Source: an optimization exercise on an open RTL-to-GDS flow (aim: small area, a short achievable clock period and few clock cycles). Production flows keep margins and buffers that such runs may drop.
Function was checked by simulation only, so behaviour that the tests miss may differ from the original.
Power is estimated from default activity; no workload was simulated.

==> design/flow/design.v <==
module jal_alu (
    input  wire        cls_a,     
    input  wire [5:0]  op,
    input  wire [47:0] s1,
    input  wire [47:0] s2,
    input  wire [23:0] dold,
    input  wire [47:0] imm,
    input  wire [11:0] fimm,
    output reg  [47:0] res
);
    wire [23:0] a  = s1[23:0];
    wire [23:0] b  = s2[23:0];
    wire [23:0] i  = imm[23:0];
    wire [4:0] pos = fimm[11:7];
    wire [5:0] len = {1'b0, fimm[6:2]} + 6'd1;
    wire        sh_imm = (op[5:2] == 4'b0111);             
    wire [23:0] n      = sh_imm ? {19'd0, fimm[4:0]} : b;
    wire        n_big  = (n >= 24'd24);
    wire [4:0]  n5     = n[4:0];
    wire [23:0] n_mod  = n % 24'd24;
    wire [4:0]  n_rot  = n_mod[4:0];
    wire [23:0] shl_r = n_big ? 24'd0 : (a << n5);
    wire [23:0] shr_r = n_big ? 24'd0 : (a >> n5);
    wire signed [23:0] a_s   = a;
    wire signed [23:0] sar_w = a_s >>> n5;
    wire [23:0] sar_r = n_big ? {24{a[23]}} : sar_w;
    wire [47:0] rol_w = {a, a} << n_rot;
    wire [23:0] rol_r = rol_w[47:24];
    wire [23:0] fmask  = (len >= 6'd24) ? 24'hFF_FFFF : ((24'd1 << len[4:0]) - 24'd1);
    wire [23:0] ext_r  = (a >> pos) & fmask;
    wire [23:0] sgnbit = 24'd1 << (len[4:0] - 5'd1);
    wire [23:0] exts_r = (ext_r & sgnbit) != 24'd0 ? (ext_r | ~fmask) : ext_r;
    wire [23:0] imask  = fmask << pos;
    wire [23:0] ins_r  = (dold & ~imask) | ((a << pos) & imask);
    wire [23:0] bit1   = 24'd1 << pos;
    reg  [4:0] cnt_r;
    reg  [4:0] ffs_r;
    integer k;
    always @* begin
        cnt_r = 5'd0;
        for (k = 0; k < 24; k = k + 1)
            cnt_r = cnt_r + {4'd0, a[k]};
        ffs_r = 5'd24;
        for (k = 23; k >= 0; k = k - 1)
            if (a[k]) ffs_r = k[4:0];
    end
    wire pa = s1[0] ^ fimm[11];
    wire pb = s2[0] ^ fimm[10];
    wire [23:0] add_r = a + b;
    wire [23:0] sub_r = a - b;
    wire [23:0] addi_r = a + i;
    wire signed [24:0] adds_w = $signed({a[23], a}) + $signed({b[23], b});
    wire signed [24:0] subs_w = $signed({a[23], a}) - $signed({b[23], b});
    wire [23:0] adds_r = (adds_w > 25'sd8388607)  ? 24'h7F_FFFF :
                         (adds_w < -25'sd8388608) ? 24'h80_0000 : adds_w[23:0];
    wire [23:0] subs_r = (subs_w > 25'sd8388607)  ? 24'h7F_FFFF :
                         (subs_w < -25'sd8388608) ? 24'h80_0000 : subs_w[23:0];
    wire lt_s  = $signed(a) < $signed(b);
    wire lt_u  = a < b;
    wire eq    = a == b;
    wire lti_s = $signed(a) < $signed(i);
    wire lti_u = a < i;
    wire eqi   = a == i;
    wire [23:0] abs_r = (a == 24'h80_0000) ? 24'h7F_FFFF : (a[23] ? (24'd0 - a) : a);
    wire eq48   = s1 == s2;
    wire lt48_s = $signed(s1) < $signed(s2);
    wire lt48_u = s1 < s2;
    always @* begin
        res = 48'd0;
        if (!cls_a) begin
            case (op)
                6'h02: res[23:0] = a & b;
                6'h03: res[23:0] = a | b;
                6'h04: res[23:0] = a ^ b;
                6'h05: res[23:0] = a & ~b;
                6'h06: res[23:0] = a | ~b;
                6'h07: res[23:0] = ~(a ^ b);
                6'h08: res[23:0] = ~a;
                6'h10: res[23:0] = a & i;
                6'h11: res[23:0] = a | i;
                6'h12: res[23:0] = a ^ i;
                6'h18, 6'h1C: res[23:0] = shl_r;
                6'h19, 6'h1D: res[23:0] = shr_r;
                6'h1A, 6'h1E: res[23:0] = sar_r;
                6'h1B, 6'h1F: res[23:0] = rol_r;
                6'h20: res[23:0] = ext_r;
                6'h21: res[23:0] = exts_r;
                6'h22: res[23:0] = ins_r;
                6'h28: res[23:0] = a | bit1;
                6'h29: res[23:0] = a & ~bit1;
                6'h2A: res[0]    = |(a & bit1);
                6'h30: res[0]    = pa & pb;
                6'h31: res[0]    = pa | pb;
                6'h32: res[0]    = pa ^ pb;
                6'h38: res[4:0]  = cnt_r;
                6'h39: res[4:0]  = ffs_r;
                6'h3A: res[23:0] = a | 24'd1;
                6'h3B: res[23:0] = {a[23:1], 1'b0};
                default: res = 48'd0;
            endcase
        end else begin
            case (op)
                6'h01: res[23:0] = add_r;
                6'h02: res[23:0] = sub_r;
                6'h03: res[23:0] = addi_r;
                6'h04: res[23:0] = i;
                6'h05: res[23:0] = adds_r;
                6'h06: res[23:0] = subs_r;
                6'h07: res[23:0] = lt_s ? a : b;           
                6'h08: res[23:0] = lt_s ? b : a;           
                6'h09: res[23:0] = lt_u ? a : b;           
                6'h0A: res[23:0] = lt_u ? b : a;           
                6'h0B: res[23:0] = abs_r;
                6'h0C: res[23:0] = imm[0] ? a : b;         
                6'h10: res = s1 + s2;
                6'h11: res = s1 - s2;
                6'h12: res = s1 + imm;
                6'h13: res = imm;
                6'h18: res[0] = eq;
                6'h19: res[0] = !eq;
                6'h1A: res[0] = lt_s;
                6'h1B: res[0] = lt_s | eq;
                6'h1C: res[0] = lt_u;
                6'h1D: res[0] = lt_u | eq;
                6'h20: res[0] = eqi;
                6'h21: res[0] = !eqi;
                6'h22: res[0] = lti_s;
                6'h23: res[0] = lti_s | eqi;
                6'h24: res[0] = lti_u;
                6'h25: res[0] = lti_u | eqi;
                6'h26: res[0] = !(lti_s | eqi);
                6'h27: res[0] = !(lti_u | eqi);
                6'h28: res[0] = eq48;
                6'h29: res[0] = lt48_s;
                6'h2A: res[0] = lt48_u;
                6'h30, 6'h31, 6'h38: res[23:0] = a;       
                6'h32: res[23:0] = i;                      
                default: res = 48'd0;
            endcase
        end
    end
endmodule
module jal_mul (
    input  wire [5:0]  op,
    input  wire [23:0] a,
    input  wire [23:0] b,
    output reg  [47:0] res
);
    wire sgn = (op == 6'h02) || (op == 6'h04);
    wire signed [24:0] ax = {sgn & a[23], a};
    wire signed [24:0] bx = {sgn & b[23], b};
    wire signed [49:0] p  = ax * bx;
    always @* begin
        case (op)
            6'h01:          res = {24'd0, p[23:0]};
            6'h02, 6'h03:   res = {24'd0, p[47:24]};
            6'h04, 6'h05:   res = p[47:0];
            default:        res = 48'd0;
        endcase
    end
endmodule
module jal_div (
    input  wire        clk,
    input  wire        rst,
    input  wire        start,
    input  wire [5:0]  op,
    input  wire [23:0] a,
    input  wire [23:0] b,
    output wire        done,
    output wire [23:0] res
);
    wire        is_signed = !op[0];        
    wire        is_rem    = op[1];         
    reg         busy;
    reg  [4:0]  count;
    reg  [23:0] quo;                       
    reg  [24:0] rem;
    reg  [23:0] dvs;
    reg         neg_q, neg_r, want_rem, by_zero;
    reg  [23:0] a_keep;
    wire [24:0] rem_sh = {rem[23:0], quo[23]};
    wire [25:0] diff   = {1'b0, rem_sh} - {2'b0, dvs};
    wire        fits   = !diff[25];
    wire [24:0] rem_nx = fits ? diff[24:0] : rem_sh;
    wire [23:0] quo_nx = {quo[22:0], fits};
    wire [23:0] q_fin = neg_q ? (24'd0 - quo_nx) : quo_nx;
    wire [23:0] r_fin = neg_r ? (24'd0 - rem_nx[23:0]) : rem_nx[23:0];
    assign done = busy && (count == 5'd23);
    assign res  = by_zero  ? (want_rem ? a_keep : 24'hFF_FFFF) :
                  want_rem ? r_fin : q_fin;
    wire [23:0] a_mag = (is_signed && a[23]) ? (24'd0 - a) : a;
    wire [23:0] b_mag = (is_signed && b[23]) ? (24'd0 - b) : b;
    always @(posedge clk) begin
        if (rst) begin
            busy  <= 1'b0;
            count <= 5'd0;
        end else if (start) begin
            busy     <= 1'b1;
            count    <= 5'd0;
            quo      <= a_mag;
            rem      <= 25'd0;
            dvs      <= b_mag;
            neg_q    <= is_signed && (a[23] ^ b[23]);
            neg_r    <= is_signed && a[23];
            want_rem <= is_rem;
            by_zero  <= (b == 24'd0);
            a_keep   <= a;
        end else if (busy) begin
            quo   <= quo_nx;
            rem   <= rem_nx;
            count <= count + 5'd1;
            if (count == 5'd23)
                busy <= 1'b0;
        end
    end
endmodule
module jal_ixu (
    input  wire        clk,
    input  wire        rst,         
    input  wire        in_valid,
    output wire        in_ready,
    input  wire [2:0]  in_cls,      
    input  wire [5:0]  in_op,
    input  wire [47:0] in_s1,
    input  wire [47:0] in_s2,
    input  wire [23:0] in_dold,
    input  wire [47:0] in_imm,
    input  wire [11:0] in_fimm,
    output reg         out_valid,
    output reg  [47:0] out_res
);
    wire is_m   = (in_cls == 3'b010);
    wire is_div = is_m && (in_op[5:2] == 4'b0010);       
    wire        div_done;
    wire [23:0] div_res;
    reg         div_busy;
    assign in_ready = !div_busy;
    wire accept = in_valid && in_ready;
    wire [47:0] alu_res;
    wire [47:0] mul_res;
    jal_alu u_alu (
        .cls_a (in_cls == 3'b001),
        .op    (in_op),
        .s1    (in_s1),
        .s2    (in_s2),
        .dold  (in_dold),
        .imm   (in_imm),
        .fimm  (in_fimm),
        .res   (alu_res)
    );
    jal_mul u_mul (
        .op  (in_op),
        .a   (in_s1[23:0]),
        .b   (in_s2[23:0]),
        .res (mul_res)
    );
    jal_div u_div (
        .clk   (clk),
        .rst   (rst),
        .start (accept && is_div),
        .op    (in_op),
        .a     (in_s1[23:0]),
        .b     (in_s2[23:0]),
        .done  (div_done),
        .res   (div_res)
    );
    wire [47:0] now_res = is_m ? mul_res :
                          (in_cls[2:1] == 2'b00) ? alu_res : 48'd0;
    always @(posedge clk) begin
        if (rst) begin
            out_valid <= 1'b0;
            div_busy  <= 1'b0;
        end else begin
            out_valid <= 1'b0;
            if (div_done) begin
                out_valid <= 1'b1;
                out_res   <= {24'd0, div_res};
                div_busy  <= 1'b0;
            end else if (accept && is_div) begin
                div_busy  <= 1'b1;
            end else if (accept) begin
                out_valid <= 1'b1;
                out_res   <= now_res;
            end
        end
    end
endmodule
==> design/flow/run.sh <==
#!/bin/bash
# synth_recipe.tcl (not shown) runs the flow's synth.tcl, then flattens the netlist and writes it again
# the make line also repeats each setting of config.mk as NAME=value (left out here)
make -C /OpenROAD-flow-scripts/flow DESIGN_CONFIG=/design/flow/config.mk WORK_HOME=/design/flow/orfs CLKGATE_MAP_FILE= SYNTH_SCRIPT=/design/flow/synth_recipe.tcl finish
==> design/flow/config.mk <==
export PLATFORM = sky130hd
export DESIGN_NAME = jal_ixu
export DESIGN_NICKNAME = jal_ixu
export VERILOG_FILES = /design/flow/design.v
export SDC_FILE = /design/flow/constraint.sdc
export NUM_CORES = 4
export LEC_CHECK = 0
export CAP_MARGIN = 20
export CORE_MARGIN = 2
export CORE_UTILIZATION = 40
export PLACE_DENSITY = 0.6
export SLEW_MARGIN = 20
==> design/flow/constraint.sdc <==
create_clock -name core_clock -period 11.0 [get_ports {clk}]
set_input_delay 2.2000 -clock core_clock [delete_from_list [all_inputs] [get_ports {clk}]]
set_output_delay 2.2000 -clock core_clock [all_outputs]
set_load 0.01 [all_outputs]
==> run notes <==
## path summary, 6_finish.rpt
| kind | end | slack (ps) | cells after the start | from |
|---|---|---|---|---|
| worst max-delay path | out_res[18] | 200 | 35 | in_s2[2] |
| worst min-delay path | div_busy | 500 | 2 | div_busy |
| worst max register to register | out_res[22] | 4420 | 23 | u_div.rem[0] |
| worst min register to register | div_busy | 500 | 2 | div_busy |
## final cells by class
cell class / count / share of cell area [%]
Clock buffer: 17 / 0.646
Tap cell: 1794 / 3.41
Inverter: 859 / 4.90
Multi-Input combinational cell: 5793 / 70.1
Clock inverter: 15 / 0.285
Sequential cell: 156 / 7.00
Antenna cell: 30 / 0.114
Timing Repair Buffer: 1051 / 13.6
## state kept, by name (all words and copies together) (netlist names)
name and count:
u_div.dvs 24, div_busy 1, out_valid 1, u_div.neg_q 1, u_div.neg_r 1, out_res 48
u_div.a_keep 24, u_div.quo 24, u_div.by_zero 1, u_div.count 5, u_div.want_rem 1, u_div.rem 24
u_div.busy 1
## report_power, final
| part | internal [mW] | leakage (nW) | total [mW] | switching [mW] |
|---|---|---|---|---|
| clock | 0.311 | 0.295 | 0.630 | 0.319 |
| sequential | 0.664 | 1.42 | 0.674 | 0.00987 |
| combinational | 11.2 | 28.0 | 27.3 | 16.1 |
| total | 12.2 | 29.7 | 28.6 | 16.4 |
## cells by family after synthesis
group / count (synthesis) / share of synthesized area (%)
xor+xnor: 284 / 4.48
buf+inv: 1353 / 9.24
simple gates: 2328 / 18.3
flops: 156 / 8.30
fa+ha+maj: 1083 / 33.4
mux: 220 / 4.25
compound gates: 1878 / 22.0
## worst register-to-register path: cells and delay by family (launching register included)
kind | cells | cell delay (ps)
adder cells (fa/ha/maj) | 1 | 310
flip-flops | 1 | 480
AO/OA/AOI/OAI | 13 | 3020
AND/OR/NAND/NOR | 6 | 1310
XOR/XNOR | 1 | 160
buffers and inverters | 2 | 1020
## stage by stage
stage	worst slack, ps	total power [mW]	instance area (µm²)	instances	setup TNS, ps
global placement	-1180	26.2	64900	9649	-13810
floorplan	2.25	11.0	55500	7302	0
CTS	11.8	27.2	65600	9683	0
global route	14.6	29.6	65700	9685	0
detailed placement	-1140	26.3	64900	9650	-13890
finish	205	28.6	65800	9715	0
## cell usage in the layout, fill, tap and decap left out, types with 25 or more instances in the layout
cell type | synthesis | final
nand2_1 | 859 | 855
a211oi_1 | 65 | 63
and3_1 | 37 | 37
clkdlybuf4s50_1 | 0 | 195
diode_2 | 0 | 30
o31ai_1 | 55 | 54
nor2_1 | 840 | 821
inv_1 | 839 | 838
nor3_1 | 138 | 130
fa_1 | 661 | 660
buf_4 | 6 | 759
xor2_1 | 64 | 63
a221o_1 | 26 | 26
nand3_1 | 103 | 102
nor2b_1 | 40 | 39
a222oi_1 | 28 | 28
buf_12 | 0 | 50
a221oi_1 | 59 | 57
o22ai_1 | 88 | 88
xnor2_1 | 220 | 218
o21bai_1 | 42 | 42
ha_1 | 421 | 420
nand4_1 | 47 | 47
a21oi_1 | 488 | 479
o211ai_1 | 83 | 83
o21ai_0 | 451 | 448
nor4_1 | 56 | 53
o21a_1 | 38 | 38
mux2i_1 | 187 | 187
buf_2 | 9 | 40
and2_1 | 25 | 25
o221ai_1 | 44 | 44
nand2b_1 | 47 | 47
a21o_1 | 80 | 80
a31oi_1 | 60 | 58
edfxtp_1 | 148 | 148
a22oi_1 | 57 | 57
or3_1 | 39 | 39
## layer usage
metal | up-vias | GRT usage [%]
met4 | 28 | 39.0
met1 | 31100 | 58.5
met2 | 4741 | 69.7
met5 | - | 0
met3 | 1336 | 18.0
li1 | 26200 | -
## repair_timing
item / CTS / global route
endpoints found under the setup margin: 12 / 20
setup buffers: 1 / 0
hold buffers: 0 / 0
pin swaps: 8 / 8
resized for setup: 17 / 21
==> reports/qor.csv <==
metric,value,unit
netlist_top_cells_count,"nand2_1, nor2_1, inv_1",
htree_levels,4,
powerDensity,434,nW/µm²
chipWidth,376,µm
worstPathArrival,10960,ps
peakVddDrop,1.71,mV
cp_top_family,adder cells,
grt_pass1_vias,60300,
wl_met3,44600,µm
grt_max_degree,54,
grt-ovfl-total,0,
grt_pass1_wl,481000,µm
synthDominantCellAreaShare,23.9,%
drive_gt1_share,13.2,%
maxSlewHeadroom,9.44,%
cts_sinks,156,
clkLatencyLatePin,450,ps
ys.flop_type,edfxtp_1,
vias,63500,
p_leak,29.7,nW
fin_util,47.9,%
drc,0,
syn_to_final_growth,18.6,%
finalSetupViolCount,0,
ant_nets,0,
status,timing/DRC/antenna clean,
die_y,376,µm
place_congestion,1.13,
rsz0062_at_grt,false,
fmax,92.6,MHz
hp-class,reg -> reg,
seq_area,4600,µm²
synth.most_common_cell,nand2_1,
crit_top_cell,fa_1,
wl_met2,144000,µm
drt_iter0_drc,8909,
postSynthAreaPerCell,7.60,µm²
multi_input_area,46100,µm²
end_kind,register,
worst_ep_required_time,11160,ps
cts_root_buffer,clkbuf_16,
yosys-top-cells-area,"fa_1, ha_1, edfxtp_1",
std_cell_rows,136,
synth_area,55500,µm²
port_buffers,241,
numCtsBuffers,17,
synth_cells,7302,
fp.dieArea,142000,µm²
drv_slew,0,
skew,24.2,ps
hold_violations,0,
cts_tree,done,
antenna_found_initial,58,
synth_seq_cells,156,
async_flop_share,0,%
maxCapViolations,0,
synth_cell_type_count,111,
fill_cells,13900,
yosys_warnings,4,
period_share,98.1,%
met1_length,128000,µm
dr.pass1.iters,10,
track_usage,48.7,%
highest_layer,met5,
layout_min_cycle_time,10800,ps
core_area,137000,µm²
hold_slack,503,ps
fin_nets,9152,
yosysTopAreaCell,fa_1,
post_drt_wl_per_cell,36.2,µm
ios,242,
path_clk_slew,80,ps
tightest_slew,1350,ps
path_buf_inv,13,
max_stage_delay,530,ps
wirelength,352000,µm
setup.worst_path.start_class,input port,
synth_edf_count,148,
path_max_fanout,9,
viasPerCell,6.53,
synth_seq_area_share,8.30,%
critical_path_class,in -> reg,
dp_hpwl,289000,µm
crit_path_top_delay_cell,fa_1,
synth_nets,8576,
initial_core_util,40.3,%
cts_buffer_depth,2,
Testbench counts, summed over its fixed seeds: cycles 32,088.

==> re-timing with driven ports <==
No port has a modelled driver above. Below, the same layout with a new extraction and two added sets of constraints. Step 1 (the two cells are an assumption about what drives the block):
set clk [get_ports {clk}]
set_driving_cell -lib_cell sky130_fd_sc_hd__clkbuf_16 $clk
set_driving_cell -lib_cell sky130_fd_sc_hd__buf_2 [delete_from_list [all_inputs] $clk]
Step 2 also shifts input and output timing later by t, the mid clock arrival at the registers, as if the neighbouring blocks saw the same clock. a / b / c = ideal ports / drivers / drivers and shift; a / b = the first two.
t (ns): 0.494
slack for setup (ns): 0.205 / 0.232 / -0.262
latest minus earliest clock arrival (ns): 0.024 / 0.025
slew at the worst register clock pin (ns): 0.09 / 0.09
Met with ideal ports but missed after step 2: setup timing in this run. The setup slack of this run moves by +0.027 ns with the drivers and by -0.467 ns with both steps.
